This is an optimization exercise on Yosys and OpenROAD, whose aim is small area and a short achievable clock period, not a production implementation. Only simulation tests tie the RTL to the original design; equivalence was not proved. No activity file was given, so power comes from the tool's default toggle rates.

==> flow/design.v, too long to show whole: its modules and the start of the top module <==
// module hb_sum: 1410 lines
// module rate_ctl: 147 lines
module rate_ctl (
    input  wire               clk,
    input  wire               rst,         
    input  wire [1:0]         rate_sel,    
    input  wire               minphase,    
    input  wire               in_valid,
    input  wire signed [17:0] in_data,
    output reg                out_valid,
    output reg  signed [17:0] out_data
);
  // ...
==> flow/run.sh <==
#!/bin/bash
# synth_recipe.tcl (not shown) runs the flow's synth.tcl, then flattens the netlist and writes it again
# the make line also repeats each setting of config.mk as NAME=value (left out here)
make -C /OpenROAD-flow-scripts/flow DESIGN_CONFIG=/design/flow/config.mk WORK_HOME=/design/flow/orfs CLKGATE_MAP_FILE= SYNTH_SCRIPT=/design/flow/synth_recipe.tcl finish
==> flow/config.mk <==
export PLATFORM = sky130hd
export DESIGN_NAME = rate_ctl
export DESIGN_NICKNAME = rate_ctl
export VERILOG_FILES = /design/flow/design.v
export SDC_FILE = /design/flow/constraint.sdc
export NUM_CORES = 4
export LEC_CHECK = 0
export CAP_MARGIN = 20
export CORE_MARGIN = 2
export CORE_UTILIZATION = 40
export PLACE_DENSITY = 0.6
export SLEW_MARGIN = 20
==> flow/constraint.sdc <==
create_clock -name core_clock -period 20.0 [get_ports {clk}]
set_input_delay 4.0000 -clock core_clock [delete_from_list [all_inputs] [get_ports {clk}]]
set_output_delay 4.0000 -clock core_clock [all_outputs]
set_load 0.01 [all_outputs]
==> metrics.csv, run 1 <==
metric;value;unit
num tapcells;1794;
post-synth top area share;0.467;
M2 GR Usage;0.419;
Switching Fraction;0.375;
asr flop ratio synth;0;
GP Congestion;0.979;
fin util;0.450;
largest class;flip-flops and latches;
hold path cells;0;
nets@finish;4967;
clock share of power;0.262;
Worst path max stage delay;0.76;ns
end of the worst register-to-register path;S1[25];
cell family with most CP delay;adder cells;
Min Hold Slack;0.381;ns
Slew HR;0.253;
cell count after placement;6019;
Yosys reg bits;1096;
Worst EP required;20.54;ns
arrival time at the worst endpoint;6.66;ns
largest family of logic cells by synthesized area;adder cells;
Final setup viols;0;
run status;finished clean;
initial drt markers;5270;
dominant cell by count in the synthesized netlist;edfxtp_1;
Multi-input gate area;22500;µm²
clock buffer depth;3;
synth cell count leaders;edfxtp_1 (864), inv_1 (532), fa_1 (427);
YS warnings;1;
sequential share of the synthesized area;0.551;
area share of and/or/nand/nor cells after synthesis;0.0636;
number of global-route vias before repair;37400;
==> run 2, diff against run 1 <==
--- a/flow/design.v
+++ b/flow/design.v
@@ -1,517 +1,517 @@
 module hb_sum (
-    input  wire cfg,
+    input  wire [3:0] cfg,
     input  wire [18:0] X1,
     input  wire [20:0] X2,
     input  wire [18:0] X3,
     input  wire [18:0] X4,
     input  wire [18:0] X5,
     input  wire [17:0] X6,
     output wire [35:0] S0,
     output wire [35:0] S1
 );
-    wire t0 = (~cfg & X3[0]);
-    wire t1 = (~cfg & ~X5[0]);
-    wire t2 = ~cfg;
-    wire t3 = (~cfg & X1[0]);
-    wire t4 = (~cfg & X3[1]);
-    wire t5 = (~cfg & ~X4[0]);
-    wire t6 = (~cfg & ~X5[1]);
-    wire t7 = ~cfg;
-    wire t8 = (cfg ? X4[0] : X1[1]);
-    wire t9 = (cfg ? X5[0] : X3[2]);
-    wire t10 = (~cfg & X3[0]);
-    wire t11 = (~cfg & ~X4[1]);
-    wire t12 = (~cfg & ~X5[2]);
-    wire t13 = (~cfg & ~X5[0]);
-    wire t14 = ~cfg;
-    wire t15 = (cfg ? X2[0] : X1[2]);
-    wire t16 = (cfg ? X4[1] : X3[3]);
-    wire t17 = (cfg ? X5[1] : X3[1]);
-    wire t18 = (~cfg & ~X4[2]);
-    wire t19 = (~cfg & ~X5[3]);
-    wire t20 = (~cfg & ~X5[1]);
+    wire t0 = (~cfg[0] & X3[0]);
+    wire t1 = (~cfg[0] & ~X5[0]);
+    wire t2 = ~cfg[0];
+    wire t3 = (~cfg[0] & X1[0]);
+    wire t4 = (~cfg[0] & X3[1]);
+    wire t5 = (~cfg[0] & ~X4[0]);
+    wire t6 = (~cfg[0] & ~X5[1]);
+    wire t7 = ~cfg[0];
+    wire t8 = (cfg[0] ? X4[0] : X1[1]);
+    wire t9 = (cfg[0] ? X5[0] : X3[2]);
+    wire t10 = (~cfg[0] & X3[0]);
+    wire t11 = (~cfg[0] & ~X4[1]);
+    wire t12 = (~cfg[0] & ~X5[2]);
+    wire t13 = (~cfg[0] & ~X5[0]);
+    wire t14 = ~cfg[0];
+    wire t15 = (cfg[0] ? X2[0] : X1[2]);
+    wire t16 = (cfg[0] ? X4[1] : X3[3]);
+    wire t17 = (cfg[0] ? X5[1] : X3[1]);
+    wire t18 = (~cfg[0] & ~X4[2]);
+    wire t19 = (~cfg[0] & ~X5[3]);
+    wire t20 = (~cfg[0] & ~X5[1]);
     wire t21 = ~X1[0];
-    wire t22 = (cfg ? X2[1] : X1[3]);
-    wire t23 = (cfg ? ~X3[0] : X2[0]);
-    wire t24 = (cfg ? X4[2] : X3[4]);
-    wire t25 = (cfg ? X5[2] : X3[2]);
-    wire t26 = (~cfg & X3[0]);
-    wire t27 = (~cfg & ~X4[3]);
-    wire t28 = (~cfg & ~X4[0]);
-    wire t29 = (~cfg & ~X5[4]);
-    wire t30 = (~cfg & ~X5[2]);
+    wire t22 = (cfg[0] ? X2[1] : X1[3]);
+    wire t23 = (cfg[0] ? ~X3[0] : X2[0]);
+    wire t24 = (cfg[0] ? X4[2] : X3[4]);
+    wire t25 = (cfg[0] ? X5[2] : X3[2]);
+    wire t26 = (~cfg[0] & X3[0]);
+    wire t27 = (~cfg[0] & ~X4[3]);
+    wire t28 = (~cfg[0] & ~X4[0]);
+    wire t29 = (~cfg[0] & ~X5[4]);
+    wire t30 = (~cfg[0] & ~X5[2]);
     wire t31 = ~X1[1];
-    wire t32 = (cfg ? X2[2] : X1[4]);
-    wire t33 = (cfg ? X2[0] : X2[1]);
-    wire t34 = (cfg ? ~X3[1] : X3[5]);
-    wire t35 = (cfg ? X4[3] : X3[3]);
-    wire t36 = (cfg ? X5[3] : X3[1]);
-    wire t37 = (cfg ? X5[0] : ~X4[4]);
-    wire t38 = (~cfg & ~X4[1]);
-    wire t39 = (~cfg & ~X5[5]);
-    wire t40 = (~cfg & ~X5[3]);
+    wire t32 = (cfg[0] ? X2[2] : X1[4]);
+    wire t33 = (cfg[0] ? X2[0] : X2[1]);
+    wire t34 = (cfg[0] ? ~X3[1] : X3[5]);
+    wire t35 = (cfg[0] ? X4[3] : X3[3]);
+    wire t36 = (cfg[0] ? X5[3] : X3[1]);
+    wire t37 = (cfg[0] ? X5[0] : ~X4[4]);
+    wire t38 = (~cfg[0] & ~X4[1]);
+    wire t39 = (~cfg[0] & ~X5[5]);
+    wire t40 = (~cfg[0] & ~X5[3]);
     wire t41 = 1'b1;
     wire t42 = ~X1[2];
     wire t43 = ~X4[0];
-    wire t44 = (cfg ? X2[3] : X1[5]);
-    wire t45 = (cfg ? X2[1] : X2[2]);
-    wire t46 = (cfg ? ~X3[2] : X3[6]);
-    wire t47 = (cfg ? X4[4] : X3[4]);
-    wire t48 = (cfg ? X5[4] : X3[2]);
-    wire t49 = (cfg ? X5[1] : X3[0]);
-    wire t50 = (~cfg & ~X4[5]);
-    wire t51 = (~cfg & ~X4[2]);
-    wire t52 = (~cfg & ~X5[6]);
-    wire t53 = (~cfg & ~X5[4]);
+    wire t44 = (cfg[0] ? X2[3] : X1[5]);
+    wire t45 = (cfg[0] ? X2[1] : X2[2]);
+    wire t46 = (cfg[0] ? ~X3[2] : X3[6]);
+    wire t47 = (cfg[0] ? X4[4] : X3[4]);
+    wire t48 = (cfg[0] ? X5[4] : X3[2]);
+    wire t49 = (cfg[0] ? X5[1] : X3[0]);
+    wire t50 = (~cfg[0] & ~X4[5]);
+    wire t51 = (~cfg[0] & ~X4[2]);
+    wire t52 = (~cfg[0] & ~X5[6]);
+    wire t53 = (~cfg[0] & ~X5[4]);
     wire t54 = 1'b1;
     wire t55 = ~X1[3];
     wire t56 = ~X4[1];
-    wire t57 = (cfg ? X2[4] : X1[6]);
-    wire t58 = (cfg ? X2[2] : X2[3]);
-    wire t59 = (cfg ? ~X3[3] : X3[7]);
-    wire t60 = (cfg ? X3[0] : X3[5]);
-    wire t61 = (cfg ? X4[5] : X3[3]);
-    wire t62 = (cfg ? X5[5] : X3[1]);
-    wire t63 = (cfg ? X5[2] : ~X4[6]);
-    wire t64 = (~cfg & ~X4[3]);
-    wire t65 = (~cfg & ~X5[7]);
-    wire t66 = (~cfg & ~X5[5]);
+    wire t57 = (cfg[0] ? X2[4] : X1[6]);
+    wire t58 = (cfg[0] ? X2[2] : X2[3]);
+    wire t59 = (cfg[0] ? ~X3[3] : X3[7]);
+    wire t60 = (cfg[0] ? X3[0] : X3[5]);
+    wire t61 = (cfg[0] ? X4[5] : X3[3]);
+    wire t62 = (cfg[0] ? X5[5] : X3[1]);
+    wire t63 = (cfg[0] ? X5[2] : ~X4[6]);
+    wire t64 = (~cfg[0] & ~X4[3]);
+    wire t65 = (~cfg[0] & ~X5[7]);
+    wire t66 = (~cfg[0] & ~X5[5]);
     wire t67 = ~X1[4];
     wire t68 = ~X4[2];
-    wire t69 = (cfg ? X2[5] : X1[7]);
-    wire t70 = (cfg ? X2[3] : X2[4]);
-    wire t71 = (cfg ? X2[0] : X3[8]);
-    wire t72 = (cfg ? ~X3[4] : X3[6]);
-    wire t73 = (cfg ? X3[1] : X3[4]);
-    wire t74 = (cfg ? X4[6] : X3[2]);
-    wire t75 = (cfg ? X5[6] : ~X4[7]);
-    wire t76 = (cfg ? X5[3] : ~X4[4]);
-    wire t77 = (~cfg & ~X4[0]);
-    wire t78 = (~cfg & ~X5[8]);
-    wire t79 = (~cfg & ~X5[6]);
-    wire t80 = (~cfg & X5[0]);
-    wire t81 = ~cfg;
+    wire t69 = (cfg[0] ? X2[5] : X1[7]);
+    wire t70 = (cfg[0] ? X2[3] : X2[4]);
+    wire t71 = (cfg[0] ? X2[0] : X3[8]);
+    wire t72 = (cfg[0] ? ~X3[4] : X3[6]);
+    wire t73 = (cfg[0] ? X3[1] : X3[4]);
+    wire t74 = (cfg[0] ? X4[6] : X3[2]);
+    wire t75 = (cfg[0] ? X5[6] : ~X4[7]);
+    wire t76 = (cfg[0] ? X5[3] : ~X4[4]);
+    wire t77 = (~cfg[0] & ~X4[0]);
+    wire t78 = (~cfg[0] & ~X5[8]);
+    wire t79 = (~cfg[0] & ~X5[6]);
+    wire t80 = (~cfg[0] & X5[0]);
+    wire t81 = ~cfg[0];
     wire t82 = ~X1[5];
     wire t83 = X1[0];
     wire t84 = ~X4[3];
-    wire t85 = (cfg ? X2[6] : X1[8]);
-    wire t86 = (cfg ? X2[4] : X2[5]);
-    wire t87 = (cfg ? X2[1] : ~X2[0]);
-    wire t88 = (cfg ? X2[0] : X3[9]);
-    wire t89 = (cfg ? ~X3[5] : X3[7]);
-    wire t90 = (cfg ? X3[2] : X3[5]);
-    wire t91 = (cfg ? X4[7] : X3[3]);
-    wire t92 = (cfg ? X4[0] : ~X4[8]);
-    wire t93 = (cfg ? X5[7] : ~X4[5]);
-    wire t94 = (cfg ? X5[4] : ~X4[1]);
-    wire t95 = (cfg ? X5[0] : ~X5[9]);
-    wire t96 = (~cfg & ~X5[7]);
-    wire t97 = (~cfg & X5[1]);
-    wire t98 = ~cfg;
+    wire t85 = (cfg[1] ? X2[6] : X1[8]);
+    wire t86 = (cfg[1] ? X2[4] : X2[5]);
+    wire t87 = (cfg[1] ? X2[1] : ~X2[0]);
+    wire t88 = (cfg[1] ? X2[0] : X3[9]);
+    wire t89 = (cfg[1] ? ~X3[5] : X3[7]);
+    wire t90 = (cfg[1] ? X3[2] : X3[5]);
+    wire t91 = (cfg[1] ? X4[7] : X3[3]);
+    wire t92 = (cfg[1] ? X4[0] : ~X4[8]);
+    wire t93 = (cfg[1] ? X5[7] : ~X4[5]);
+    wire t94 = (cfg[1] ? X5[4] : ~X4[1]);
+    wire t95 = (cfg[1] ? X5[0] : ~X5[9]);
+    wire t96 = (~cfg[1] & ~X5[7]);
+    wire t97 = (~cfg[1] & X5[1]);
+    wire t98 = ~cfg[1];
     wire t99 = ~X1[6];
     wire t100 = X1[1];
     wire t101 = ~X4[4];
-    wire t102 = (cfg ? X1[0] : X1[9]);
-    wire t103 = (cfg ? X2[7] : X2[6]);
-    wire t104 = (cfg ? X2[5] : ~X2[1]);
-    wire t105 = (cfg ? X2[2] : ~X2[0]);
-    wire t106 = (cfg ? X2[1] : X3[10]);
-    wire t107 = (cfg ? ~X3[6] : X3[8]);
-    wire t108 = (cfg ? X3[3] : X3[6]);
-    wire t109 = (cfg ? X3[0] : X3[4]);
-    wire t110 = (cfg ? X4[8] : ~X4[9]);
-    wire t111 = (cfg ? X4[1] : ~X4[6]);
-    wire t112 = (cfg ? X5[8] : ~X4[2]);
-    wire t113 = (cfg ? X5[5] : ~X5[10]);
-    wire t114 = (cfg ? X5[1] : ~X5[8]);
-    wire t115 = (cfg ? X5[0] : X5[2]);
-    wire t116 = (~cfg & ~X5[0]);
+    wire t102 = (cfg[1] ? X1[0] : X1[9]);
+    wire t103 = (cfg[1] ? X2[7] : X2[6]);
+    wire t104 = (cfg[1] ? X2[5] : ~X2[1]);
+    wire t105 = (cfg[1] ? X2[2] : ~X2[0]);
+    wire t106 = (cfg[1] ? X2[1] : X3[10]);
+    wire t107 = (cfg[1] ? ~X3[6] : X3[8]);
+    wire t108 = (cfg[1] ? X3[3] : X3[6]);
+    wire t109 = (cfg[1] ? X3[0] : X3[4]);
+    wire t110 = (cfg[1] ? X4[8] : ~X4[9]);
+    wire t111 = (cfg[1] ? X4[1] : ~X4[6]);
+    wire t112 = (cfg[1] ? X5[8] : ~X4[2]);
+    wire t113 = (cfg[1] ? X5[5] : ~X5[10]);
+    wire t114 = (cfg[1] ? X5[1] : ~X5[8]);
+    wire t115 = (cfg[1] ? X5[0] : X5[2]);
+    wire t116 = (~cfg[1] & ~X5[0]);
     wire t117 = ~X1[7];
     wire t118 = X1[2];
     wire t119 = ~X4[5];
-    wire t120 = (cfg ? X1[1] : X1[10]);
-    wire t121 = (cfg ? X2[8] : X2[7]);
-    wire t122 = (cfg ? X2[6] : ~X2[2]);
-    wire t123 = (cfg ? X2[3] : ~X2[1]);
-    wire t124 = (cfg ? X2[2] : X3[11]);
-    wire t125 = (cfg ? ~X3[7] : X3[9]);
-    wire t126 = (cfg ? X3[4] : X3[7]);
-    wire t127 = (cfg ? X3[1] : X3[5]);
-    wire t128 = (cfg ? X4[9] : ~X4[10]);
-    wire t129 = (cfg ? X4[2] : ~X4[7]);
-    wire t130 = (cfg ? X4[0] : ~X4[3]);
-    wire t131 = (cfg ? X5[9] : ~X4[0]);
-    wire t132 = (cfg ? X5[6] : ~X5[11]);
-    wire t133 = (cfg ? X5[2] : ~X5[9]);
-    wire t134 = (cfg ? X5[1] : X5[3]);
-    wire t135 = (~cfg & ~X5[1]);
+    wire t120 = (cfg[1] ? X1[1] : X1[10]);
+    wire t121 = (cfg[1] ? X2[8] : X2[7]);
+    wire t122 = (cfg[1] ? X2[6] : ~X2[2]);
+    wire t123 = (cfg[1] ? X2[3] : ~X2[1]);
+    wire t124 = (cfg[1] ? X2[2] : X3[11]);
+    wire t125 = (cfg[1] ? ~X3[7] : X3[9]);
+    wire t126 = (cfg[1] ? X3[4] : X3[7]);
+    wire t127 = (cfg[1] ? X3[1] : X3[5]);
+    wire t128 = (cfg[1] ? X4[9] : ~X4[10]);
+    wire t129 = (cfg[1] ? X4[2] : ~X4[7]);
+    wire t130 = (cfg[1] ? X4[0] : ~X4[3]);
+    wire t131 = (cfg[1] ? X5[9] : ~X4[0]);
+    wire t132 = (cfg[1] ? X5[6] : ~X5[11]);
+    wire t133 = (cfg[1] ? X5[2] : ~X5[9]);
+    wire t134 = (cfg[1] ? X5[1] : X5[3]);
+    wire t135 = (~cfg[1] & ~X5[1]);
     wire t136 = ~X1[8];
     wire t137 = X1[3];
     wire t138 = X3[0];
     wire t139 = ~X4[6];
-    wire t140 = (cfg ? X1[2] : X1[11]);
-    wire t141 = (cfg ? X1[0] : X2[8]);
-    wire t142 = (cfg ? X2[9] : ~X2[3]);
-    wire t143 = (cfg ? X2[7] : ~X2[2]);
-    wire t144 = (cfg ? X2[4] : X3[12]);
-    wire t145 = (cfg ? X2[3] : X3[10]);
-    wire t146 = (cfg ? ~X3[8] : X3[8]);
-    wire t147 = (cfg ? X3[5] : X3[6]);
-    wire t148 = (cfg ? X3[2] : ~X4[11]);
-    wire t149 = (cfg ? X4[10] : ~X4[8]);
-    wire t150 = (cfg ? X4[3] : ~X4[4]);
-    wire t151 = (cfg ? X4[1] : ~X4[1]);
-    wire t152 = (cfg ? X5[10] : ~X5[12]);
-    wire t153 = (cfg ? X5[7] : ~X5[10]);
-    wire t154 = (cfg ? X5[3] : X5[4]);
-    wire t155 = (cfg ? X5[2] : ~X5[2]);
-    wire t156 = ~cfg;
+    wire t140 = (cfg[1] ? X1[2] : X1[11]);
+    wire t141 = (cfg[1] ? X1[0] : X2[8]);
+    wire t142 = (cfg[1] ? X2[9] : ~X2[3]);
+    wire t143 = (cfg[1] ? X2[7] : ~X2[2]);
+    wire t144 = (cfg[1] ? X2[4] : X3[12]);
+    wire t145 = (cfg[1] ? X2[3] : X3[10]);
+    wire t146 = (cfg[1] ? ~X3[8] : X3[8]);
+    wire t147 = (cfg[1] ? X3[5] : X3[6]);
+    wire t148 = (cfg[1] ? X3[2] : ~X4[11]);
+    wire t149 = (cfg[1] ? X4[10] : ~X4[8]);
+    wire t150 = (cfg[1] ? X4[3] : ~X4[4]);
+    wire t151 = (cfg[1] ? X4[1] : ~X4[1]);
+    wire t152 = (cfg[1] ? X5[10] : ~X5[12]);
+    wire t153 = (cfg[1] ? X5[7] : ~X5[10]);
+    wire t154 = (cfg[1] ? X5[3] : X5[4]);
+    wire t155 = (cfg[1] ? X5[2] : ~X5[2]);
+    wire t156 = ~cfg[1];
     wire t157 = ~X1[9];
     wire t158 = X1[4];
     wire t159 = X3[1];
     wire t160 = ~X4[7];
-    wire t161 = (cfg ? X1[3] : X1[12]);
-    wire t162 = (cfg ? X1[1] : X2[9]);
-    wire t163 = (cfg ? X2[10] : ~X2[4]);
-    wire t164 = (cfg ? X2[8] : ~X2[3]);
-    wire t165 = (cfg ? X2[5] : X3[13]);
-    wire t166 = (cfg ? X2[4] : X3[11]);
-    wire t167 = (cfg ? X2[0] : X3[9]);
-    wire t168 = (cfg ? ~X3[9] : X3[7]);
-    wire t169 = (cfg ? X3[6] : ~X4[12]);
-    wire t170 = (cfg ? X3[3] : ~X4[9]);
-    wire t171 = (cfg ? X4[11] : ~X4[5]);
-    wire t172 = (cfg ? X4[4] : ~X4[2]);
-    wire t173 = (cfg ? X4[2] : ~X4[0]);
-    wire t174 = (cfg ? X5[11] : ~X5[13]);
-    wire t175 = (cfg ? X5[8] : ~X5[11]);
-    wire t176 = (cfg ? X5[4] : X5[5]);
-    wire t177 = (cfg ? X5[3] : ~X5[3]);
-    wire t178 = (~cfg & X5[0]);
-    wire t179 = ~cfg;
+    wire t161 = (cfg[1] ? X1[3] : X1[12]);
+    wire t162 = (cfg[1] ? X1[1] : X2[9]);
+    wire t163 = (cfg[1] ? X2[10] : ~X2[4]);
+    wire t164 = (cfg[1] ? X2[8] : ~X2[3]);
+    wire t165 = (cfg[1] ? X2[5] : X3[13]);
+    wire t166 = (cfg[1] ? X2[4] : X3[11]);
+    wire t167 = (cfg[1] ? X2[0] : X3[9]);
+    wire t168 = (cfg[1] ? ~X3[9] : X3[7]);
+    wire t169 = (cfg[1] ? X3[6] : ~X4[12]);
+    wire t170 = (cfg[1] ? X3[3] : ~X4[9]);
+    wire t171 = (cfg[1] ? X4[11] : ~X4[5]);
+    wire t172 = (cfg[1] ? X4[4] : ~X4[2]);
+    wire t173 = (cfg[1] ? X4[2] : ~X4[0]);
+    wire t174 = (cfg[1] ? X5[11] : ~X5[13]);
+    wire t175 = (cfg[1] ? X5[8] : ~X5[11]);
+    wire t176 = (cfg[1] ? X5[4] : X5[5]);
+    wire t177 = (cfg[1] ? X5[3] : ~X5[3]);
+    wire t178 = (~cfg[1] & X5[0]);
+    wire t179 = ~cfg[1];
     wire t180 = ~X1[10];
     wire t181 = X1[5];
     wire t182 = X3[2];
     wire t183 = ~X4[8];
-    wire t184 = (cfg ? X1[4] : X1[13]);
-    wire t185 = (cfg ? X1[2] : X2[10]);
-    wire t186 = (cfg ? X1[0] : ~X2[5]);
-    wire t187 = (cfg ? X2[11] : ~X2[4]);
-    wire t188 = (cfg ? X2[9] : X3[14]);
-    wire t189 = (cfg ? X2[6] : X3[12]);
-    wire t190 = (cfg ? X2[5] : X3[10]);
-    wire t191 = (cfg ? X2[1] : X3[8]);
-    wire t192 = (cfg ? ~X3[10] : ~X4[13]);
-    wire t193 = (cfg ? X3[7] : ~X4[10]);
-    wire t194 = (cfg ? X3[4] : ~X4[6]);
-    wire t195 = (cfg ? X4[12] : ~X4[3]);
-    wire t196 = (cfg ? X4[5] : ~X4[1]);
-    wire t197 = (cfg ? X4[3] : ~X5[14]);
-    wire t198 = (cfg ? X5[12] : ~X5[12]);
-    wire t199 = (cfg ? X5[9] : X5[6]);
-    wire t200 = (cfg ? X5[5] : ~X5[4]);
-    wire t201 = (cfg ? X5[4] : X5[1]);
+    wire t184 = (cfg[1] ? X1[4] : X1[13]);
+    wire t185 = (cfg[1] ? X1[2] : X2[10]);
+    wire t186 = (cfg[1] ? X1[0] : ~X2[5]);
+    wire t187 = (cfg[1] ? X2[11] : ~X2[4]);
+    wire t188 = (cfg[1] ? X2[9] : X3[14]);
+    wire t189 = (cfg[1] ? X2[6] : X3[12]);
+    wire t190 = (cfg[1] ? X2[5] : X3[10]);
+    wire t191 = (cfg[1] ? X2[1] : X3[8]);
+    wire t192 = (cfg[1] ? ~X3[10] : ~X4[13]);
+    wire t193 = (cfg[1] ? X3[7] : ~X4[10]);
+    wire t194 = (cfg[1] ? X3[4] : ~X4[6]);
+    wire t195 = (cfg[1] ? X4[12] : ~X4[3]);
+    wire t196 = (cfg[1] ? X4[5] : ~X4[1]);
+    wire t197 = (cfg[1] ? X4[3] : ~X5[14]);
+    wire t198 = (cfg[1] ? X5[12] : ~X5[12]);
+    wire t199 = (cfg[1] ? X5[9] : X5[6]);
+    wire t200 = (cfg[1] ? X5[5] : ~X5[4]);
+    wire t201 = (cfg[1] ? X5[4] : X5[1]);
     wire t202 = ~X1[11];
     wire t203 = X1[6];
     wire t204 = X3[3];
     wire t205 = ~X4[9];
-    wire t206 = (cfg ? X1[5] : X1[14]);
-    wire t207 = (cfg ? X1[3] : X2[11]);
-    wire t208 = (cfg ? X1[1] : ~X2[6]);
-    wire t209 = (cfg ? X2[12] : ~X2[5]);
-    wire t210 = (cfg ? X2[10] : X3[15]);
-    wire t211 = (cfg ? X2[7] : X3[13]);
-    wire t212 = (cfg ? X2[6] : X3[11]);
-    wire t213 = (cfg ? X2[2] : X3[9]);
-    wire t214 = (cfg ? ~X3[11] : ~X4[14]);
-    wire t215 = (cfg ? X3[8] : ~X4[11]);
-    wire t216 = (cfg ? X3[5] : ~X4[7]);
-    wire t217 = (cfg ? X3[0] : ~X4[4]);
-    wire t218 = (cfg ? X4[13] : ~X4[2]);
-    wire t219 = (cfg ? X4[6] : ~X5[15]);
-    wire t220 = (cfg ? X4[4] : ~X5[13]);
-    wire t221 = (cfg ? X5[13] : X5[7]);
-    wire t222 = (cfg ? X5[10] : ~X5[5]);
-    wire t223 = (cfg ? X5[6] : X5[2]);
-    wire t224 = (cfg ? X5[5] : X5[0]);
+    wire t206 = (cfg[1] ? X1[5] : X1[14]);
+    wire t207 = (cfg[1] ? X1[3] : X2[11]);
+    wire t208 = (cfg[1] ? X1[1] : ~X2[6]);
+    wire t209 = (cfg[1] ? X2[12] : ~X2[5]);
+    wire t210 = (cfg[1] ? X2[10] : X3[15]);
+    wire t211 = (cfg[1] ? X2[7] : X3[13]);
+    wire t212 = (cfg[1] ? X2[6] : X3[11]);
+    wire t213 = (cfg[1] ? X2[2] : X3[9]);
+    wire t214 = (cfg[1] ? ~X3[11] : ~X4[14]);
+    wire t215 = (cfg[1] ? X3[8] : ~X4[11]);
+    wire t216 = (cfg[1] ? X3[5] : ~X4[7]);
+    wire t217 = (cfg[1] ? X3[0] : ~X4[4]);
+    wire t218 = (cfg[1] ? X4[13] : ~X4[2]);
+    wire t219 = (cfg[1] ? X4[6] : ~X5[15]);
+    wire t220 = (cfg[1] ? X4[4] : ~X5[13]);
+    wire t221 = (cfg[1] ? X5[13] : X5[7]);
+    wire t222 = (cfg[1] ? X5[10] : ~X5[5]);
+    wire t223 = (cfg[1] ? X5[6] : X5[2]);
+    wire t224 = (cfg[1] ? X5[5] : X5[0]);
     wire t225 = ~X1[12];
     wire t226 = X1[7];
     wire t227 = X3[4];
     wire t228 = ~X4[10];
-    wire t229 = (cfg ? X1[6] : X1[15]);
-    wire t230 = (cfg ? X1[4] : X2[12]);
-    wire t231 = (cfg ? X1[2] : ~X2[7]);
-    wire t232 = (cfg ? X2[13] : ~X2[6]);
-    wire t233 = (cfg ? X2[11] : X3[16]);
-    wire t234 = (cfg ? X2[8] : X3[14]);
-    wire t235 = (cfg ? X2[7] : X3[12]);
-    wire t236 = (cfg ? X2[3] : X3[10]);
-    wire t237 = (cfg ? ~X3[12] : ~X4[15]);
-    wire t238 = (cfg ? X3[9] : ~X4[12]);
-    wire t239 = (cfg ? X3[6] : ~X4[8]);
-    wire t240 = (cfg ? X3[1] : ~X4[5]);
-    wire t241 = (cfg ? X4[14] : ~X4[3]);
-    wire t242 = (cfg ? X4[7] : ~X5[16]);
-    wire t243 = (cfg ? X4[5] : ~X5[14]);
-    wire t244 = (cfg ? X5[14] : X5[8]);
-    wire t245 = (cfg ? X5[11] : ~X5[6]);
-    wire t246 = (cfg ? X5[7] : X5[3]);
-    wire t247 = (cfg ? X5[6] : X5[1]);
-    wire t248 = (~cfg & X6[0]);
+    wire t229 = (cfg[1] ? X1[6] : X1[15]);
+    wire t230 = (cfg[1] ? X1[4] : X2[12]);
+    wire t231 = (cfg[1] ? X1[2] : ~X2[7]);
+    wire t232 = (cfg[1] ? X2[13] : ~X2[6]);
+    wire t233 = (cfg[1] ? X2[11] : X3[16]);
+    wire t234 = (cfg[1] ? X2[8] : X3[14]);
+    wire t235 = (cfg[1] ? X2[7] : X3[12]);
+    wire t236 = (cfg[1] ? X2[3] : X3[10]);
+    wire t237 = (cfg[1] ? ~X3[12] : ~X4[15]);
+    wire t238 = (cfg[1] ? X3[9] : ~X4[12]);
+    wire t239 = (cfg[1] ? X3[6] : ~X4[8]);
+    wire t240 = (cfg[1] ? X3[1] : ~X4[5]);
+    wire t241 = (cfg[1] ? X4[14] : ~X4[3]);
+    wire t242 = (cfg[1] ? X4[7] : ~X5[16]);
+    wire t243 = (cfg[1] ? X4[5] : ~X5[14]);
+    wire t244 = (cfg[1] ? X5[14] : X5[8]);
+    wire t245 = (cfg[1] ? X5[11] : ~X5[6]);
+    wire t246 = (cfg[1] ? X5[7] : X5[3]);
+    wire t247 = (cfg[1] ? X5[6] : X5[1]);
+    wire t248 = (~cfg[1] & X6[0]);
     wire t249 = 1'b1;
     wire t250 = ~X1[13];
     wire t251 = X1[8];
     wire t252 = X3[5];
     wire t253 = ~X4[11];
-    wire t254 = (cfg ? X1[7] : X1[16]);
-    wire t255 = (cfg ? X1[5] : X2[13]);
-    wire t256 = (cfg ? X1[3] : ~X2[8]);
-    wire t257 = (cfg ? X2[14] : ~X2[7]);
-    wire t258 = (cfg ? X2[12] : X3[17]);
-    wire t259 = (cfg ? X2[9] : X3[15]);
-    wire t260 = (cfg ? X2[8] : X3[13]);
-    wire t261 = (cfg ? X2[4] : X3[11]);
-    wire t262 = (cfg ? ~X3[13] : ~X4[16]);
-    wire t263 = (cfg ? X3[10] : ~X4[13]);
-    wire t264 = (cfg ? X3[7] : ~X4[9]);
-    wire t265 = (cfg ? X3[2] : ~X4[6]);
-    wire t266 = (cfg ? X4[15] : ~X4[4]);
-    wire t267 = (cfg ? X4[8] : ~X5[17]);
-    wire t268 = (cfg ? X4[6] : ~X5[15]);
-    wire t269 = (cfg ? X5[15] : X5[9]);
-    wire t270 = (cfg ? X5[12] : ~X5[7]);
-    wire t271 = (cfg ? X5[8] : X5[4]);
-    wire t272 = (cfg ? X5[7] : X5[2]);
-    wire t273 = (~cfg & X6[1]);
+    wire t254 = (cfg[1] ? X1[7] : X1[16]);
+    wire t255 = (cfg[1] ? X1[5] : X2[13]);
+    wire t256 = (cfg[1] ? X1[3] : ~X2[8]);
+    wire t257 = (cfg[1] ? X2[14] : ~X2[7]);
+    wire t258 = (cfg[1] ? X2[12] : X3[17]);
+    wire t259 = (cfg[1] ? X2[9] : X3[15]);
+    wire t260 = (cfg[1] ? X2[8] : X3[13]);
+    wire t261 = (cfg[1] ? X2[4] : X3[11]);
+    wire t262 = (cfg[1] ? ~X3[13] : ~X4[16]);
+    wire t263 = (cfg[1] ? X3[10] : ~X4[13]);
+    wire t264 = (cfg[1] ? X3[7] : ~X4[9]);
+    wire t265 = (cfg[1] ? X3[2] : ~X4[6]);
+    wire t266 = (cfg[1] ? X4[15] : ~X4[4]);
+    wire t267 = (cfg[1] ? X4[8] : ~X5[17]);
+    wire t268 = (cfg[1] ? X4[6] : ~X5[15]);
+    wire t269 = (cfg[1] ? X5[15] : X5[9]);
+    wire t270 = (cfg[1] ? X5[12] : ~X5[7]);
+    wire t271 = (cfg[1] ? X5[8] : X5[4]);
+    wire t272 = (cfg[1] ? X5[7] : X5[2]);
+    wire t273 = (~cfg[1] & X6[1]);
     wire t274 = ~X1[14];
     wire t275 = X1[9];
     wire t276 = X3[6];
     wire t277 = ~X4[12];
-    wire t278 = (cfg ? X1[8] : X1[17]);
-    wire t279 = (cfg ? X1[6] : X2[14]);
-    wire t280 = (cfg ? X1[4] : ~X2[9]);
-    wire t281 = (cfg ? X2[15] : ~X2[8]);
-    wire t282 = (cfg ? X2[13] : ~X3[18]);
-    wire t283 = (cfg ? X2[10] : X3[16]);
-    wire t284 = (cfg ? X2[9] : X3[14]);
-    wire t285 = (cfg ? X2[5] : X3[12]);
-    wire t286 = (cfg ? ~X3[14] : ~X4[17]);
-    wire t287 = (cfg ? X3[11] : ~X4[14]);
-    wire t288 = (cfg ? X3[8] : ~X4[10]);
-    wire t289 = (cfg ? X3[3] : ~X4[7]);
-    wire t290 = (cfg ? X4[16] : ~X4[5]);
-    wire t291 = (cfg ? X4[9] : X5[18]);
-    wire t292 = (cfg ? X4[7] : ~X5[16]);
-    wire t293 = (cfg ? X5[16] : X5[10]);
-    wire t294 = (cfg ? X5[13] : ~X5[8]);
-    wire t295 = (cfg ? X5[9] : X5[5]);
-    wire t296 = (cfg ? X5[8] : X5[3]);
-    wire t297 = (~cfg & X6[2]);
+    wire t278 = (cfg[2] ? X1[8] : X1[17]);
+    wire t279 = (cfg[2] ? X1[6] : X2[14]);
+    wire t280 = (cfg[2] ? X1[4] : ~X2[9]);
+    wire t281 = (cfg[2] ? X2[15] : ~X2[8]);
+    wire t282 = (cfg[2] ? X2[13] : ~X3[18]);
+    wire t283 = (cfg[2] ? X2[10] : X3[16]);
+    wire t284 = (cfg[2] ? X2[9] : X3[14]);
+    wire t285 = (cfg[2] ? X2[5] : X3[12]);
+    wire t286 = (cfg[2] ? ~X3[14] : ~X4[17]);
+    wire t287 = (cfg[2] ? X3[11] : ~X4[14]);
+    wire t288 = (cfg[2] ? X3[8] : ~X4[10]);
+    wire t289 = (cfg[2] ? X3[3] : ~X4[7]);
+    wire t290 = (cfg[2] ? X4[16] : ~X4[5]);
+    wire t291 = (cfg[2] ? X4[9] : X5[18]);
+    wire t292 = (cfg[2] ? X4[7] : ~X5[16]);
+    wire t293 = (cfg[2] ? X5[16] : X5[10]);
+    wire t294 = (cfg[2] ? X5[13] : ~X5[8]);
+    wire t295 = (cfg[2] ? X5[9] : X5[5]);
+    wire t296 = (cfg[2] ? X5[8] : X5[3]);
+    wire t297 = (~cfg[2] & X6[2]);
     wire t298 = ~X1[15];
     wire t299 = X1[10];
     wire t300 = X3[7];
     wire t301 = ~X4[13];
     wire t302 = ~X5[17];
-    wire t303 = (cfg ? X1[9] : ~X1[18]);
-    wire t304 = (cfg ? X1[7] : X2[15]);
-    wire t305 = (cfg ? X1[5] : ~X2[10]);
-    wire t306 = (cfg ? X2[16] : ~X2[9]);
-    wire t307 = (cfg ? X2[14] : X3[17]);
-    wire t308 = (cfg ? X2[11] : X3[15]);
-    wire t309 = (cfg ? X2[10] : X3[13]);
-    wire t310 = (cfg ? X2[6] : X4[18]);
-    wire t311 = (cfg ? ~X3[15] : ~X4[15]);
-    wire t312 = (cfg ? X3[12] : ~X4[11]);
-    wire t313 = (cfg ? X3[9] : ~X4[8]);
-    wire t314 = (cfg ? X3[4] : ~X4[6]);
-    wire t315 = (cfg ? ~X4[17] : X5[11]);
-    wire t316 = (cfg ? X4[10] : ~X5[9]);
-    wire t317 = (cfg ? X4[8] : X5[6]);
-    wire t318 = (cfg ? X5[14] : X5[4]);
-    wire t319 = (cfg ? X5[10] : X6[3]);
-    wire t320 = (cfg & X5[9]);
-    wire t321 = ~cfg;
+    wire t303 = (cfg[2] ? X1[9] : ~X1[18]);
+    wire t304 = (cfg[2] ? X1[7] : X2[15]);
+    wire t305 = (cfg[2] ? X1[5] : ~X2[10]);
+    wire t306 = (cfg[2] ? X2[16] : ~X2[9]);
+    wire t307 = (cfg[2] ? X2[14] : X3[17]);
+    wire t308 = (cfg[2] ? X2[11] : X3[15]);
+    wire t309 = (cfg[2] ? X2[10] : X3[13]);
+    wire t310 = (cfg[2] ? X2[6] : X4[18]);
+    wire t311 = (cfg[2] ? ~X3[15] : ~X4[15]);
+    wire t312 = (cfg[2] ? X3[12] : ~X4[11]);
+    wire t313 = (cfg[2] ? X3[9] : ~X4[8]);
+    wire t314 = (cfg[2] ? X3[4] : ~X4[6]);
+    wire t315 = (cfg[2] ? ~X4[17] : X5[11]);
+    wire t316 = (cfg[2] ? X4[10] : ~X5[9]);
+    wire t317 = (cfg[2] ? X4[8] : X5[6]);
+    wire t318 = (cfg[2] ? X5[14] : X5[4]);
+    wire t319 = (cfg[2] ? X5[10] : X6[3]);
+    wire t320 = (cfg[2] & X5[9]);
+    wire t321 = ~cfg[2];
     wire t322 = ~X1[16];
     wire t323 = X1[11];
     wire t324 = X3[8];
     wire t325 = ~X4[14];
-    wire t326 = (cfg ? X1[10] : X2[16]);
-    wire t327 = (cfg ? X1[8] : ~X2[11]);
-    wire t328 = (cfg ? X1[6] : ~X2[10]);
-    wire t329 = (cfg ? X2[17] : ~X3[18]);
-    wire t330 = (cfg ? X2[15] : X3[16]);
-    wire t331 = (cfg ? X2[12] : X3[14]);
-    wire t332 = (cfg ? X2[11] : ~X4[16]);
-    wire t333 = (cfg ? X2[7] : ~X4[12]);
-    wire t334 = (cfg ? ~X3[16] : ~X4[9]);
-    wire t335 = (cfg ? X3[13] : ~X4[7]);
-    wire t336 = (cfg ? X3[10] : X5[18]);
-    wire t337 = (cfg ? X3[5] : X5[12]);
-    wire t338 = (cfg ? X4[11] : ~X5[10]);
-    wire t339 = (cfg ? X4[9] : X5[7]);
-    wire t340 = (cfg ? X5[15] : X5[5]);
-    wire t341 = (cfg ? X5[11] : X6[4]);
-    wire t342 = (cfg & X5[10]);
-    wire t343 = cfg;
+    wire t326 = (cfg[2] ? X1[10] : X2[16]);
+    wire t327 = (cfg[2] ? X1[8] : ~X2[11]);
+    wire t328 = (cfg[2] ? X1[6] : ~X2[10]);
+    wire t329 = (cfg[2] ? X2[17] : ~X3[18]);
+    wire t330 = (cfg[2] ? X2[15] : X3[16]);
+    wire t331 = (cfg[2] ? X2[12] : X3[14]);
+    wire t332 = (cfg[2] ? X2[11] : ~X4[16]);
+    wire t333 = (cfg[2] ? X2[7] : ~X4[12]);
+    wire t334 = (cfg[2] ? ~X3[16] : ~X4[9]);
+    wire t335 = (cfg[2] ? X3[13] : ~X4[7]);
+    wire t336 = (cfg[2] ? X3[10] : X5[18]);
+    wire t337 = (cfg[2] ? X3[5] : X5[12]);
+    wire t338 = (cfg[2] ? X4[11] : ~X5[10]);
+    wire t339 = (cfg[2] ? X4[9] : X5[7]);
+    wire t340 = (cfg[2] ? X5[15] : X5[5]);
+    wire t341 = (cfg[2] ? X5[11] : X6[4]);
+    wire t342 = (cfg[2] & X5[10]);
+    wire t343 = cfg[2];
     wire t344 = ~X1[17];
     wire t345 = X1[12];
     wire t346 = X3[17];
     wire t347 = X3[9];
     wire t348 = ~X4[15];
-    wire t349 = (cfg ? X1[11] : X2[17]);
-    wire t350 = (cfg ? X1[9] : ~X2[12]);
-    wire t351 = (cfg ? X1[7] : ~X2[11]);
-    wire t352 = (cfg ? X2[18] : X3[15]);
-    wire t353 = (cfg ? X2[16] : ~X4[17]);
-    wire t354 = (cfg ? X2[13] : ~X4[13]);
-    wire t355 = (cfg ? X2[12] : ~X4[10]);
-    wire t356 = (cfg ? X2[8] : ~X4[8]);
-    wire t357 = (cfg ? X3[14] : X5[13]);
-    wire t358 = (cfg ? X3[11] : ~X5[11]);
-    wire t359 = (cfg ? X3[6] : X5[8]);
-    wire t360 = (cfg ? X4[12] : X5[6]);
-    wire t361 = (cfg ? X4[10] : X6[5]);
-    wire t362 = (cfg & X5[16]);
-    wire t363 = (cfg & X5[12]);
-    wire t364 = (cfg & X5[11]);
+    wire t349 = (cfg[2] ? X1[11] : X2[17]);
+    wire t350 = (cfg[2] ? X1[9] : ~X2[12]);
+    wire t351 = (cfg[2] ? X1[7] : ~X2[11]);
+    wire t352 = (cfg[2] ? X2[18] : X3[15]);
+    wire t353 = (cfg[2] ? X2[16] : ~X4[17]);
+    wire t354 = (cfg[2] ? X2[13] : ~X4[13]);
+    wire t355 = (cfg[2] ? X2[12] : ~X4[10]);
+    wire t356 = (cfg[2] ? X2[8] : ~X4[8]);
+    wire t357 = (cfg[2] ? X3[14] : X5[13]);
+    wire t358 = (cfg[2] ? X3[11] : ~X5[11]);
+    wire t359 = (cfg[2] ? X3[6] : X5[8]);
+    wire t360 = (cfg[2] ? X4[12] : X5[6]);
+    wire t361 = (cfg[2] ? X4[10] : X6[5]);
+    wire t362 = (cfg[2] & X5[16]);
+    wire t363 = (cfg[2] & X5[12]);
+    wire t364 = (cfg[2] & X5[11]);
     wire t365 = X1[18];
     wire t366 = X1[13];
     wire t367 = X3[10];
     wire t368 = ~X4[16];
-    wire t369 = (cfg ? X1[12] : ~X2[18]);
-    wire t370 = (cfg ? X1[10] : ~X2[13]);
-    wire t371 = (cfg ? X1[8] : ~X2[12]);
-    wire t372 = (cfg ? X2[19] : ~X3[18]);
-    wire t373 = (cfg ? X2[17] : X3[16]);
-    wire t374 = (cfg ? X2[14] : X4[18]);
-    wire t375 = (cfg ? X2[13] : ~X4[14]);
-    wire t376 = (cfg ? X2[9] : ~X4[11]);
-    wire t377 = (cfg ? X3[15] : ~X4[9]);
-    wire t378 = (cfg ? X3[12] : X5[14]);
-    wire t379 = (cfg ? X3[7] : ~X5[12]);
-    wire t380 = (cfg ? X4[13] : X5[9]);
-    wire t381 = (cfg ? X4[11] : X5[7]);
-    wire t382 = (cfg ? ~X5[17] : X6[6]);
-    wire t383 = (cfg & X5[13]);
-    wire t384 = (cfg & X5[12]);
+    wire t369 = (cfg[2] ? X1[12] : ~X2[18]);
+    wire t370 = (cfg[2] ? X1[10] : ~X2[13]);
+    wire t371 = (cfg[2] ? X1[8] : ~X2[12]);
+    wire t372 = (cfg[2] ? X2[19] : ~X3[18]);
+    wire t373 = (cfg[2] ? X2[17] : X3[16]);
+    wire t374 = (cfg[2] ? X2[14] : X4[18]);
+    wire t375 = (cfg[2] ? X2[13] : ~X4[14]);
+    wire t376 = (cfg[2] ? X2[9] : ~X4[11]);
+    wire t377 = (cfg[2] ? X3[15] : ~X4[9]);
+    wire t378 = (cfg[2] ? X3[12] : X5[14]);
+    wire t379 = (cfg[2] ? X3[7] : ~X5[12]);
+    wire t380 = (cfg[2] ? X4[13] : X5[9]);
+    wire t381 = (cfg[2] ? X4[11] : X5[7]);
+    wire t382 = (cfg[2] ? ~X5[17] : X6[6]);
+    wire t383 = (cfg[2] & X5[13]);
+    wire t384 = (cfg[2] & X5[12]);
     wire t385 = 1'b1;
     wire t386 = X1[14];
     wire t387 = X3[11];
-    wire t388 = (cfg ? X1[13] : ~X2[14]);
-    wire t389 = (cfg ? X1[11] : ~X2[13]);
-    wire t390 = (cfg ? X1[9] : X3[17]);
-    wire t391 = (cfg ? ~X2[20] : ~X4[17]);
-    wire t392 = (cfg ? X2[18] : ~X4[15]);
-    wire t393 = (cfg ? X2[15] : ~X4[12]);
-    wire t394 = (cfg ? X2[14] : ~X4[10]);
-    wire t395 = (cfg ? X2[10] : X5[15]);
-    wire t396 = (cfg ? X3[16] : ~X5[13]);
-    wire t397 = (cfg ? X3[13] : X5[10]);
-    wire t398 = (cfg ? X3[8] : X5[8]);
-    wire t399 = (cfg ? X4[17] : X6[7]);
-    wire t400 = (cfg & X4[14]);
-    wire t401 = (cfg & X4[12]);
-    wire t402 = (cfg & X5[14]);
-    wire t403 = (cfg & X5[13]);
-    wire t404 = ~cfg;
+    wire t388 = (cfg[2] ? X1[13] : ~X2[14]);
+    wire t389 = (cfg[2] ? X1[11] : ~X2[13]);
+    wire t390 = (cfg[2] ? X1[9] : X3[17]);
+    wire t391 = (cfg[2] ? ~X2[20] : ~X4[17]);
+    wire t392 = (cfg[2] ? X2[18] : ~X4[15]);
+    wire t393 = (cfg[2] ? X2[15] : ~X4[12]);
+    wire t394 = (cfg[2] ? X2[14] : ~X4[10]);
+    wire t395 = (cfg[2] ? X2[10] : X5[15]);
+    wire t396 = (cfg[2] ? X3[16] : ~X5[13]);
+    wire t397 = (cfg[2] ? X3[13] : X5[10]);
+    wire t398 = (cfg[2] ? X3[8] : X5[8]);
+    wire t399 = (cfg[2] ? X4[17] : X6[7]);
+    wire t400 = (cfg[2] & X4[14]);
+    wire t401 = (cfg[2] & X4[12]);
+    wire t402 = (cfg[2] & X5[14]);
+    wire t403 = (cfg[2] & X5[13]);
+    wire t404 = ~cfg[2];
     wire t405 = X1[15];
     wire t406 = X3[12];
-    wire t407 = (cfg ? X1[14] : ~X2[15]);
-    wire t408 = (cfg ? X1[12] : ~X2[14]);
-    wire t409 = (cfg ? X1[10] : ~X3[18]);
-    wire t410 = (cfg ? X2[19] : X4[18]);
-    wire t411 = (cfg ? X2[16] : ~X4[16]);
-    wire t412 = (cfg ? X2[15] : ~X4[13]);
-    wire t413 = (cfg ? X2[11] : ~X4[11]);
-    wire t414 = (cfg ? ~X3[17] : X5[16]);
-    wire t415 = (cfg ? X3[14] : ~X5[14]);
-    wire t416 = (cfg ? X3[9] : X5[11]);
-    wire t417 = (cfg ? X4[15] : X5[9]);
-    wire t418 = (cfg ? X4[13] : X6[8]);
-    wire t419 = (cfg & X5[15]);
-    wire t420 = (cfg & X5[14]);
-    wire t421 = cfg;
+    wire t407 = (cfg[2] ? X1[14] : ~X2[15]);
+    wire t408 = (cfg[2] ? X1[12] : ~X2[14]);
+    wire t409 = (cfg[2] ? X1[10] : ~X3[18]);
+    wire t410 = (cfg[2] ? X2[19] : X4[18]);
+    wire t411 = (cfg[2] ? X2[16] : ~X4[16]);
+    wire t412 = (cfg[2] ? X2[15] : ~X4[13]);
+    wire t413 = (cfg[2] ? X2[11] : ~X4[11]);
+    wire t414 = (cfg[2] ? ~X3[17] : X5[16]);
+    wire t415 = (cfg[2] ? X3[14] : ~X5[14]);
+    wire t416 = (cfg[2] ? X3[9] : X5[11]);
+    wire t417 = (cfg[2] ? X4[15] : X5[9]);
+    wire t418 = (cfg[2] ? X4[13] : X6[8]);
+    wire t419 = (cfg[2] & X5[15]);
+    wire t420 = (cfg[2] & X5[14]);
+    wire t421 = cfg[2];
     wire t422 = X1[16];
     wire t423 = X3[13];
-    wire t424 = (cfg ? X1[15] : ~X2[16]);
-    wire t425 = (cfg ? X1[13] : ~X2[15]);
-    wire t426 = (cfg ? X1[11] : ~X4[17]);
-    wire t427 = (cfg ? ~X2[20] : ~X4[14]);
-    wire t428 = (cfg ? X2[17] : ~X4[12]);
-    wire t429 = (cfg ? X2[16] : X5[17]);
-    wire t430 = (cfg ? X2[12] : ~X5[15]);
-    wire t431 = (cfg ? X3[15] : X5[12]);
-    wire t432 = (cfg ? X3[10] : X5[10]);
-    wire t433 = (cfg ? X4[16] : X6[9]);
-    wire t434 = (cfg & X4[14]);
-    wire t435 = (cfg & X5[16]);
-    wire t436 = (cfg & X5[15]);
-    wire t437 = cfg;
+    wire t424 = (cfg[2] ? X1[15] : ~X2[16]);
+    wire t425 = (cfg[2] ? X1[13] : ~X2[15]);
+    wire t426 = (cfg[2] ? X1[11] : ~X4[17]);
+    wire t427 = (cfg[2] ? ~X2[20] : ~X4[14]);
+    wire t428 = (cfg[2] ? X2[17] : ~X4[12]);
+    wire t429 = (cfg[2] ? X2[16] : X5[17]);
+    wire t430 = (cfg[2] ? X2[12] : ~X5[15]);
+    wire t431 = (cfg[2] ? X3[15] : X5[12]);
+    wire t432 = (cfg[2] ? X3[10] : X5[10]);
+    wire t433 = (cfg[2] ? X4[16] : X6[9]);
+    wire t434 = (cfg[2] & X4[14]);
+    wire t435 = (cfg[2] & X5[16]);
+    wire t436 = (cfg[2] & X5[15]);
+    wire t437 = cfg[2];
     wire t438 = X1[17];
     wire t439 = X3[14];
-    wire t440 = (cfg ? X1[16] : ~X2[17]);
-    wire t441 = (cfg ? X1[14] : ~X2[16]);
-    wire t442 = (cfg ? X1[12] : X4[18]);
-    wire t443 = (cfg ? X2[18] : ~X4[15]);
-    wire t444 = (cfg ? X2[17] : ~X4[13]);
-    wire t445 = (cfg ? X2[13] : ~X5[18]);
-    wire t446 = (cfg ? X3[16] : ~X5[16]);
-    wire t447 = (cfg ? X3[11] : X5[13]);
-    wire t448 = (cfg ? ~X4[17] : X5[11]);
-    wire t449 = (cfg ? X4[15] : X6[10]);
-    wire t450 = (cfg & ~X5[17]);
-    wire t451 = (cfg & X5[16]);
-    wire t452 = ~cfg;
+    wire t440 = (cfg[2] ? X1[16] : ~X2[17]);
+    wire t441 = (cfg[2] ? X1[14] : ~X2[16]);
+    wire t442 = (cfg[2] ? X1[12] : X4[18]);
+    wire t443 = (cfg[2] ? X2[18] : ~X4[15]);
+    wire t444 = (cfg[2] ? X2[17] : ~X4[13]);
+    wire t445 = (cfg[2] ? X2[13] : ~X5[18]);
+    wire t446 = (cfg[2] ? X3[16] : ~X5[16]);
+    wire t447 = (cfg[2] ? X3[11] : X5[13]);
+    wire t448 = (cfg[2] ? ~X4[17] : X5[11]);
+    wire t449 = (cfg[2] ? X4[15] : X6[10]);
+    wire t450 = (cfg[2] & ~X5[17]);
+    wire t451 = (cfg[2] & X5[16]);
+    wire t452 = ~cfg[2];
     wire t453 = ~X1[18];
     wire t454 = X2[18];
     wire t455 = X3[15];
     wire t456 = ~X5[17];
-    wire t457 = (cfg ? X1[17] : ~X2[17]);
-    wire t458 = (cfg ? X1[15] : ~X4[16]);
-    wire t459 = (cfg ? X1[13] : ~X4[14]);
-    wire t460 = (cfg ? X2[19] : X5[14]);
-    wire t461 = (cfg ? X2[14] : X5[12]);
-    wire t462 = (cfg ? ~X3[17] : X6[11]);
-    wire t463 = (cfg & X3[12]);
-    wire t464 = (cfg & X4[16]);
-    wire t465 = cfg;
+    wire t457 = (cfg[3] ? X1[17] : ~X2[17]);
+    wire t458 = (cfg[3] ? X1[15] : ~X4[16]);
+    wire t459 = (cfg[3] ? X1[13] : ~X4[14]);
+    wire t460 = (cfg[3] ? X2[19] : X5[14]);
+    wire t461 = (cfg[3] ? X2[14] : X5[12]);
+    wire t462 = (cfg[3] ? ~X3[17] : X6[11]);
+    wire t463 = (cfg[3] & X3[12]);
+    wire t464 = (cfg[3] & X4[16]);
+    wire t465 = cfg[3];
     wire t466 = X3[16];
     wire t467 = ~X4[17];
-    wire t468 = (cfg ? ~X1[18] : X2[18]);
-    wire t469 = (cfg ? X1[16] : ~X4[15]);
-    wire t470 = (cfg ? X1[14] : X5[18]);
-    wire t471 = (cfg ? ~X2[20] : X5[15]);
-    wire t472 = (cfg ? X2[19] : X5[13]);
-    wire t473 = (cfg ? X2[15] : X6[12]);
-    wire t474 = (cfg & X3[13]);
-    wire t475 = (cfg ? X1[17] : X3[17]);
-    wire t476 = (cfg ? X1[15] : X4[18]);
-    wire t477 = (cfg ? ~X2[20] : ~X4[16]);
-    wire t478 = (cfg ? X2[16] : X5[16]);
-    wire t479 = (cfg ? ~X3[17] : X5[14]);
-    wire t480 = (cfg ? X3[14] : X6[13]);
+    wire t468 = (cfg[3] ? ~X1[18] : X2[18]);
+    wire t469 = (cfg[3] ? X1[16] : ~X4[15]);
+    wire t470 = (cfg[3] ? X1[14] : X5[18]);
+    wire t471 = (cfg[3] ? ~X2[20] : X5[15]);
+    wire t472 = (cfg[3] ? X2[19] : X5[13]);
+    wire t473 = (cfg[3] ? X2[15] : X6[12]);
+    wire t474 = (cfg[3] & X3[13]);
+    wire t475 = (cfg[3] ? X1[17] : X3[17]);
+    wire t476 = (cfg[3] ? X1[15] : X4[18]);
+    wire t477 = (cfg[3] ? ~X2[20] : ~X4[16]);
+    wire t478 = (cfg[3] ? X2[16] : X5[16]);
+    wire t479 = (cfg[3] ? ~X3[17] : X5[14]);
+    wire t480 = (cfg[3] ? X3[14] : X6[13]);
     wire t481 = 1'b1;
-    wire t482 = (cfg ? ~X1[18] : ~X3[18]);
-    wire t483 = (cfg ? X1[16] : ~X4[17]);
-    wire t484 = (cfg ? X2[17] : X5[17]);
-    wire t485 = (cfg ? X3[15] : X5[15]);
-    wire t486 = (~cfg & X6[14]);
-    wire t487 = ~cfg;
-    wire t488 = (cfg ? X1[17] : X4[18]);
-    wire t489 = (cfg ? X2[18] : ~X5[18]);
-    wire t490 = (cfg ? X3[16] : X5[16]);
-    wire t491 = (~cfg & X6[15]);
-    wire t492 = (cfg ? ~X1[18] : X5[17]);
-    wire t493 = (cfg ? X2[19] : X6[16]);
-    wire t494 = (cfg & ~X3[17]);
-    wire t495 = cfg;
-    wire t496 = (cfg ? ~X2[20] : ~X5[18]);
-    wire t497 = (~cfg & ~X6[17]);
+    wire t482 = (cfg[3] ? ~X1[18] : ~X3[18]);
+    wire t483 = (cfg[3] ? X1[16] : ~X4[17]);
+    wire t484 = (cfg[3] ? X2[17] : X5[17]);
+    wire t485 = (cfg[3] ? X3[15] : X5[15]);
+    wire t486 = (~cfg[3] & X6[14]);
+    wire t487 = ~cfg[3];
+    wire t488 = (cfg[3] ? X1[17] : X4[18]);
+    wire t489 = (cfg[3] ? X2[18] : ~X5[18]);
+    wire t490 = (cfg[3] ? X3[16] : X5[16]);
+    wire t491 = (~cfg[3] & X6[15]);
+    wire t492 = (cfg[3] ? ~X1[18] : X5[17]);
+    wire t493 = (cfg[3] ? X2[19] : X6[16]);
+    wire t494 = (cfg[3] & ~X3[17]);
+    wire t495 = cfg[3];
+    wire t496 = (cfg[3] ? ~X2[20] : ~X5[18]);
+    wire t497 = (~cfg[3] & ~X6[17]);
     wire t498 = 1'b1;
     wire t499 = 1'b1;
     wire s500 = t136 ^ t137 ^ t138;
     wire c500 = (t136 & t137) | (t136 & t138) | (t137 & t138);
     wire s501 = t157 ^ t158 ^ t159;
     wire c501 = (t157 & t158) | (t157 & t159) | (t158 & t159);
     wire s502 = t160 ^ t161 ^ t162;
     wire c502 = (t160 & t161) | (t160 & t162) | (t161 & t162);
@@ -1415,29 +1415,32 @@
     input  wire               minphase,    
     input  wire               in_valid,
     input  wire signed [17:0] in_data,
     output reg                out_valid,
     output reg  signed [17:0] out_data
 );
     reg        [17:0] in_q;
     reg               iv_q;
-    reg               cfg;        
     reg        [1:0]  rs;         
+    reg        [3:0]  cfgc;
+    wire              cfg = cfgc[0];
     always @(posedge clk) begin
         in_q <= in_data;
         iv_q <= in_valid & ~rst;
-        cfg  <= minphase;
+        cfgc <= {cfgc[2:0], minphase};
         rs   <= rate_sel;
     end
     reg               vB;
     reg        [1:0]  tB;
     reg        [35:0] S0, S1;
     wire       [35:0] S   = S0 + S1;           
-    wire              tie = (S[16:0] == 17'd0);
+    wire       [16:0] zx  = S0[16:0] ^ S1[16:0];
+    wire       [16:0] zo  = {S0[15:0] | S1[15:0], 1'b0};
+    wire              tie = (zx == zo);
     wire       [18:0] r   = {S[35:18], S[17] & ~tie};
     wire       [17:0] y   = (r[18] != r[17]) ? {r[18], {17{~r[18]}}} : r[17:0];
     reg        [179:0] h1e;
     reg        [89:0]  h1o;
     reg                par1;
     reg        [3:0]   cnt1;
     reg                j1;
     wire               push1 = iv_q & (rs != 2'd0);
@@ -1453,29 +1456,26 @@
             if (push1 & ~par1 & (cnt1 != 4'd10)) cnt1 <= cnt1 + 4'd1;
             j1   <= push1 & ~par1;
         end
     end
     wire               push2 = vB & (tB == 2'd1) & rs[1];
     wire               push3 = vB & (tB == 2'd2) & (rs == 2'd3);
     reg        [179:0] h2e, h3e;
     reg        [89:0]  h2o, h3o;
-    reg        [17:0]  h2p, h3p;
+    reg        [17:0]  h3p;
     reg                par2, par3;
     reg        [3:0]   cnt2, cnt3;
     reg                pend2, pend3;
     wire               iss1 = j1;
     wire               iss2 = pend2 & ~j1;
     wire               iss3 = pend3 & ~j1 & ~pend2;
     always @(posedge clk) begin
-        if (push2 & ~par2) begin
-            h2e <= {h2e[161:0], y};
-            h2o <= {h2o[71:0], h2p};
-        end
-        if (push2 & par2) h2p <= y;
+        if (push2 & ~par2) h2e <= {h2e[161:0], y};
+        if (push2 &  par2) h2o <= {h2o[71:0], y};
         if (push3 & ~par3) begin
             h3e <= {h3e[161:0], y};
             h3o <= {h3o[71:0], h3p};
         end
         if (push3 & par3) h3p <= y;
         if (rst) begin
             par2  <= 1'b0;
             par3  <= 1'b0;
@@ -1529,17 +1529,17 @@
         X4 <= a4 + b4;
         X5 <= a5 + b5;
         X6 <= cfg ? 18'd0 : vo[4];
         tA <= iss1 ? 2'd1 : iss2 ? 2'd2 : 2'd3;
         if (rst) vA <= 1'b0;
         else     vA <= iss1 | iss2 | iss3;
     end
     wire [35:0] T0, T1;
-    hb_sum u_sum (.cfg(cfg), .X1(X1), .X2(X2), .X3(X3), .X4(X4), .X5(X5),
+    hb_sum u_sum (.cfg(cfgc), .X1(X1), .X2(X2), .X3(X3), .X4(X4), .X5(X5),
                   .X6(X6), .S0(T0), .S1(T1));
     always @(posedge clk) begin
         S0 <= T0;
         S1 <= T1;
         tB <= tA;
         if (rst) vB <= 1'b0;
         else     vB <= vA;
     end
==> flow/config.mk (replaced) <==
export PLATFORM = sky130hd
export DESIGN_NAME = rate_ctl
export DESIGN_NICKNAME = rate_ctl
export VERILOG_FILES = /design/flow/design.v
export SDC_FILE = /design/flow/constraint.sdc
export NUM_CORES = 4
export LEC_CHECK = 0
export CAP_MARGIN = 20
export CORE_MARGIN = 2
export CORE_UTILIZATION = 40
export CTS_BUF_LIST = sky130_fd_sc_hd__clkbuf_4 sky130_fd_sc_hd__clkbuf_8
export PLACE_DENSITY = 0.6
export SLEW_MARGIN = 20
==> run 2 against run 1 <==
  * Still clean
  * Critical path depth decreased by 12
  * Flip-flop and latch count down 15
  * Via count is 1.2% lower
  * Largest cell class unchanged
  * Highest routed layer is now met4
==> metrics.csv, run 2 <==
metric;value;unit;change
CP Buf/Inv Count;1;;was 5
Post-CTS Resized;0;;unchanged
die height;376;µm;was 377 µm
pin count of the biggest net entering global routing;135;;was 195
Area growth syn-to-layout;12.0;%;was 11.5%
Syn Area/Cell;13.0;µm²;about the same
met3 GRT Util;0.0538;;was 0.0634
clock buffer depth;3;;unchanged
Slew @ Worst Pin;1.25;ns;was 1.12 ns
DRC Markers;0;;unchanged
Final setup viols;0;;unchanged
I/O pin cnt;43;;unchanged
Largest regs;h1e: 180 flops, h2e: 180 flops, h3e: 180 flops;;unchanged
period utilization;0.301;;was 0.306
Worst setup startpoint;out_data[6];;was cfg
RSZ-0062 raised after global routing;no;;unchanged
GP Congestion;0.974;;was 0.979
maximum clock rate;0.166;GHz;was 0.163 GHz
# clock sinks;1081;;was 1096
dominant cell by count in the synthesized netlist;edfxtp_1;;unchanged
kind of critical path;reg -> out;;was reg -> reg
Worst path max stage delay;0.60;ns;was 0.76 ns
die width;376;µm;was 377 µm
Setup Fix Bufs, Post-CTS;0;;unchanged
Setup TNS;0;ns;unchanged
asr flop ratio synth;0;;unchanged
Place WS;14.16;ns;was 13.64 ns
Synth Instances;4256;;was 4278
Routed Antenna Nets;0;;unchanged
Worst EP required;16.00;ns;was 20.54 ns
hold path start;tA[1];;unchanged
YS warnings;1;;unchanged
post-route cell area;62000;µm²;was 61900 µm²
Max Clock Skew;0.0501;ns;was 0.0765 ns
cell area after synthesis;55400;µm²;was 55600 µm²
share of layout cells above drive strength 1;0.0997;;was 0.0686
syn nets;4894;;was 4907
commonest cells after routing, fill and taps aside;edfxtp_1 (846), inv_1 (589), fa_1 (426);;was edfxtp_1 (864), inv_1 (531), fa_1 (427)
Slew HR;0.164;;was 0.253
Die ar.;141000;µm²;was 142000 µm²
commonest non-fill, non-tap cell in the layout;edfxtp_1;;unchanged
Max stage delay cell, worst path;clkdlybuf4s50_1;;was buf_4
Yosys reg bits;1081;;was 1096
clock share of power;0.254;;was 0.262
arrival time at the worst endpoint;2.02;ns;was 6.66 ns
GRT busiest layer;met2;;unchanged
leakage power;0.0238;µW;was 0.0234 µW
detailed placement HPWL;129;mm;was 137 mm
Switching Fraction;0.379;;was 0.375
aggregate global routing overflow;0;;unchanged
synth cell count leaders;edfxtp_1 (846), inv_1 (590), fa_1 (426);;was edfxtp_1 (864), inv_1 (532), fa_1 (427)
Core Rows;136;;unchanged
placed cell areas;58200;µm²;was 58300 µm²
initial drt markers;4864;;was 5270
cell family with most CP delay;buffers and inverters;;was adder cells
nets@finish;5016;;was 4967
first-pass GRT wire length;258;mm;was 266 mm
GRT Total Usage;0.255;;was 0.264
HP Class;reg -> reg;;unchanged
Max-Cap Viols;0;;unchanged
Min Hold Slack;0.370;ns;was 0.381 ns
detailed-route via count;36200;;was 36.6k
post-synth top area share;0.459;;was 0.467
final worst slack;13.98;ns;was 13.88 ns
Initial Util;0.403;;was 0.404
Netlist cell types;81;;was 85
Primary FF master, synth;edfxtp_1;;unchanged
Worst-Skew Late Latency;0.90;ns;was 0.73 ns
CTS tree;yes;;unchanged
reg-to-reg slack, setup;14.17;ns;was 13.88 ns
Worst R2R Start;cfgc[1];;was cfg
Reg clk slew, reported paths;0.06;ns;about the same
sequential share of the synthesized area;0.544;;was 0.551
fraction of power consumed by sequential logic;0.344;;was 0.353
startpoint types;flop;;unchanged
CTS Hold Buffers Added;0;;unchanged
number of synthesized flops with an enable pin;846;;was 864
Internal Power;5090;µW;was 4950 µW
vias per inst;5.72;;was 5.87
DR pass1 iterations;7;;was 9
initial antenna violation count;7;;was 13
Synth area leaders;edfxtp_1 (46%), fa_1 (15%), dfxtp_1 (8.5%);;was edfxtp_1 (47%), fa_1 (15%), dfxtp_1 (8.4%)
H-Tree Depth;4;;was 3
number of global-route vias before repair;37000;;was 37.4k
CP endpoint kind;primary output;;was flop
Avg WL per Cell;28.3;µm;was 29.9 µm
Max Slew Vio Count;0;;unchanged
run status;finished clean;;unchanged
Fin. Hold Viols;0;;unchanged
Net Sw Power;3110;µW;was 2970 µW
Comb pwr share;0.402;;was 0.385
M2 GR Usage;0.400;;was 0.419
min cycle time layout;6.02;ns;was 6.12 ns
clk root buf;clkbuf_8;;was clkbuf_16
Core ar.;137000;µm²;was 138000 µm²
Max IR drop VDD;0.111;mV;was 0.119 mV
crit-path cells;clkdlybuf4s50_1;;was buf_12 -> buf_4 -> nor2b_1 -> a21oi_1 -> fa_1 -> fa_1 -> inv_1 -> fa_1 -> inv_1 -> fa_1 -> fa_1 -> inv_1 -> fa_1
Worst Path Max Fanout;1;;was 194
routed wire length;179;mm;was 186 mm
# port buffers;42;;unchanged
Power Density;132;nW/µm²;was 128 nW/µm²
cell accounting for the most synthesized area;edfxtp_1;;unchanged
clock buffer count from CTS;172;;was 111
GRT met1 Usage;0.339;;was 0.346
## run 2: changes by cell type after synthesis, moves of 18 or more
cell	change
mux2i_1	+34
edfxtp_1	-18
mux2_2	+25
a21oi_1	+22
inv_1	+58
nand2_1	-37
## run 2: power by group through the flow
stage	logic [µW]	clock network (µW)	registers, µW
after global routing	3810	2210	2830
after CTS	3360	2120	2820
after detailed placement	3340	0	2860
after global placement	3240	0	2870
final	3300	2080	2820
after floorplan	2170	0	2810
## run 2: through the flow
step	cells	total power, µW	utilization
after floorplan	4256	4980	-
after global placement	5997	6110	0.423
after detailed placement	5998	6200	0.423
after CTS	6317	8300	0.451
after global routing	6319	8850	0.451
final	6320	8200	0.451
## run 2: cell type report
class | count | area [µm²]
Timing Repair Buffer | 104 | 911
Clock inverter | 74 | 768
Antenna cell | 3 | 7.51
Clock buffer | 245 | 3020
Inverter | 597 | 2240
Multi-Input combinational cell | 2422 | 22700
Tap cell | 1794 | 2240
Sequential cell | 1081 | 30100
Fill cell | 12400 | 75500
## run 2: worst paths after layout
kind,endpoint,cells past startpoint
worst max-delay path,out_data[6],1
worst min-delay path,tB[1],0
worst max register to register,S1[18],13
worst min register to register,tB[1],0
## run 2: cell families after synthesis
family          share of synthesized area
flops                               0.544
xor+xnor                           0.0177
buf+inv                            0.0516
simple gates                       0.0510
mux                                0.0218
fa+ha+maj                           0.197
compound gates                      0.117
## run 2: routing by layer
| metal | vias to the layer above | wire length (µm) |
|---|---|---|
| met5 | - | 0 |
| met3 | 361 | 16900 |
| met2 | 1902 | 82100 |
| li1 | 15500 | - |
| met1 | 18400 | 71400 |
| met4 | 0 | 8600 |

afterwards: timing with drivers on the ports:
The flow's constraints put no driver on any port. The routed layouts listed below were extracted and timed again, unchanged, in two steps.
Step 1 sets driving cells, clkbuf_16 on the clock port and buf_2 on the other inputs (assumed; they add their load-dependent delay and slew).
Step 2, shift: input delay + t, output delay - t, t = (earliest + latest rising clock arrival at the registers) / 2. This alone moves slack from input paths to output paths.
Slacks: ideal / step 1 / step 2; pairs: ideal / step 1.
| run | t (ns) | slack for setup (ns) | latest minus earliest clock arrival (ns) | slew at the worst register clock pin (ns) | cell pins on the clock port's net |
|---|---|---|---|---|---|
| run 1 | 0.781 | 13.879 / 13.879 / 13.754 | 0.079 / 0.079 | 0.07 / 0.07 | 1 |
| run 2 | 0.944 | 13.981 / 13.911 / 14.162 | 0.051 / 0.051 | 0.07 / 0.07 | 1 |
After both steps every run listed still meets setup and hold. For run 1, which loses most, drivers alone change the setup slack by 0.000 ns; drivers and shift together by -0.125 ns.
